Source: an optimization exercise on an open RTL-to-GDS flow (aim: small area, a short achievable clock period and few clock cycles per item). Production flows keep margins and buffers that such runs may drop.
Only simulation tests tie the RTL to the original design; equivalence was not proved.

== run 1 ==
Design sha256_core, start of the top module:
module sha256_core (
    input  wire         clk,
    input  wire         rst,         
    input  wire         in_valid,
    output wire         in_ready,
    input  wire [31:0]  in_data,     
    input  wire         in_first,    
    input  wire         in_last,     
    output wire         out_valid,
    input  wire         out_ready,
    output wire [255:0] out_digest   
);
Size: roughly 1100 flip-flops, ~300 I/O pins.
Settings: LEC_CHECK=0, CAP_MARGIN=20, CORE_MARGIN=2, CORE_UTILIZATION=40, CTS_CLUSTER_DIAMETER=150, CTS_CLUSTER_SIZE=25, PLACE_DENSITY=0.6, SETUP_SLACK_MARGIN=5, SLEW_MARGIN=20; clock period 10.0 ns.
standard.sh (not shown) runs the stock make flow with config.mk's settings and CLKGATE_MAP_FILE= SYNTH_SCRIPT=/design/flow/synth_recipe.tcl, a recipe that flattens the netlist after the stock synthesis.
==> flow/flow/run.sh <==
#!/bin/bash
# The standard layout, with the port buffers made of the smallest buffer
# (buf_1) instead of the delay buffer buffer_ports picks by default.
set -euo pipefail
bash standard.sh "BUFFER_PORTS_ARGS=-buffer_cell sky130_fd_sc_hd__buf_1" finish > orfs_make.log 2>&1
Testbench counts of run 1, summed over its fixed seeds: cycles 52,684, blocks 798.
Inputs modified between run 1 and run 2:
Settings: CTS_CLUSTER_DIAMETER now 60, was 150; CTS_CLUSTER_SIZE now 22, was 25.
==> flow/run.sh (new file) <==
#!/bin/bash
# synth_recipe.tcl (not shown) runs the flow's synth.tcl, then flattens the netlist and writes it again
# the make line also repeats each setting of config.mk as NAME=value (left out here)
make -C /OpenROAD-flow-scripts/flow DESIGN_CONFIG=/design/flow/config.mk WORK_HOME=/design/flow/orfs CLKGATE_MAP_FILE= SYNTH_SCRIPT=/design/flow/synth_recipe.tcl finish
removed: flow/flow/run.sh
removed: flow/standard.sh
### Flow results
The flow did not stop early for run 2: all stages ran, and the layout cleared the timing, DRC and antenna checks.
Run 2 vs. run 1: synthesized-area fraction occupied by xor and xnor cells level; critical path depth saw an increase.
Lower critical path required time was reported by run 1, not run 2.
Compared to run 1, run 2 leaves less free space in the core.
The relative area change from synthesis to final layout number comes out higher for run 2 vs run 1.
Sort run 2 and run 1 by final cell area excluding filler cells, descending, and run 2 comes first.
Compared with run 1, run 2 shows a routed wirelength normalized by instance count that is about 1.3% higher.
Run 2 and run 1 ended up with roughly the same post-synthesis register bit count.
Run 2: worst setup slack is 41 ps higher than what run 1 reported.
Input changes introduced in run 3 (baseline for comparison: run 2):
Settings: CTS_CLUSTER_SIZE now 20, was 22; SLEW_MARGIN now 5, was 20; CTS_CLUSTER_DIAMETER now 150, was 60; CAP_MARGIN now 5, was 20.
==> flow/flow/run.sh (new file) <==
#!/bin/bash
# The standard layout, with the port buffers made of the smallest buffer
# (buf_1) instead of the delay buffer buffer_ports picks by default.
set -euo pipefail
bash standard.sh "BUFFER_PORTS_ARGS=-buffer_cell sky130_fd_sc_hd__buf_1" finish > orfs_make.log 2>&1
==> flow/standard.sh (new file) <==
#!/bin/bash
# synth_recipe.tcl (not shown) runs the flow's synth.tcl, then flattens the netlist and writes it again
# the make line also repeats each setting of config.mk as NAME=value (left out here)
make -C /OpenROAD-flow-scripts/flow DESIGN_CONFIG=/design/flow/config.mk WORK_HOME=/design/flow/orfs CLKGATE_MAP_FILE= SYNTH_SCRIPT=/design/flow/synth_recipe.tcl "${@:-finish}"
removed: flow/run.sh
Findings:
On final clock period utilization by the worst path, the lower figure sits with run 2, not run 3.
Comparing run 2 against run 3, there is no change at all in count of max-cap constraint violations.
Run 3 -> run 2: count of multi-input combinational gates delta 0, exact match
Run 3 against run 2; final weighted congestion of routability-driven global placement is down slightly.
As of run 3, non-clock buffer count had risen slightly compared to run 2.
#### Input delta (run 4 over run 3)
Settings: a deleted CTS_CLUSTER_SIZE that had been 20; a deleted CTS_CLUSTER_DIAMETER that had been 150; a change of CAP_MARGIN from 5 to 20; a change of SLEW_MARGIN from 5 to 20.
Results
- Against run 3, run 4 comes in 3.1 points higher on clock-cell share of area.
- Per the comparison of run 4 with run 3, number of nets in the final layout shows an increase of about 0.9%, utilization +1.4 points, via total after detailed routing picked up an extra 1.4%.
For run 5, these inputs were changed with respect to run 4:
==> flow/run.sh (new file) <==
#!/bin/bash
# synth_recipe.tcl (not shown) runs the flow's synth.tcl, then flattens the netlist and writes it again
# the make line also repeats each setting of config.mk as NAME=value (left out here)
make -C /OpenROAD-flow-scripts/flow DESIGN_CONFIG=/design/flow/config.mk WORK_HOME=/design/flow/orfs CLKGATE_MAP_FILE= SYNTH_SCRIPT=/design/flow/synth_recipe.tcl finish
removed: flow/flow/run.sh
removed: flow/standard.sh
==> comparison <==
Clock skew: lower on run 4. [compare] base=run 4 new=run 5: relative area of non-clock buffer cells in the final design higher; area of combinational cells with multiple inputs roughly the same; via count roughly the same; number of standard cells in the final layout excluding fillers roughly the same. Going from run 4 to run 5, clock-buffer cell count shrank by a few percent. Min critical path depth across run 4 and run 5: run 5. Run 4 → run 5: core utilization shows an increase of 1.3 points, fraction of final layout cells with drive strength greater than 1 shows no meaningful change.

what the ideal ports hide:
No port has a modelled driver above. Below, the same layouts with a new extraction and two added sets of constraints.
Step 1 sets driving cells, clkbuf_16 on the clock port and buf_2 on the other inputs (assumed; they add their load-dependent delay and slew).
Step 2 times the ports against the registers' clock, not the clock port: input delays grow and output delays shrink by t, the midpoint of the rising clock arrivals with the driver on.
a / b / c = ideal ports / drivers / drivers and shift; a / b = the first two.
run | t (ns) | slack for setup (ns) | hold slack, ns
run 1 | 0.769 | 5.052 / 5.052 / 4.852 | 0.393 / 0.393 / 0.393
run 2 | 0.802 | 5.093 / 5.093 / 4.749 | 0.404 / 0.404 / 0.404
run 3 | 0.800 | 5.070 / 5.070 / 4.883 | 0.397 / 0.397 / 0.397
run 4 | 0.811 | 5.079 / 5.079 / 4.872 | 0.399 / 0.399 / 0.399
run 5 | 0.824 | 5.108 / 5.108 / 4.712 | 0.382 / 0.382 / 0.382
After both steps setup and hold are still met in every run listed. For run 5, which loses most, drivers alone change the setup slack by 0.000 ns; drivers and shift together by -0.396 ns.
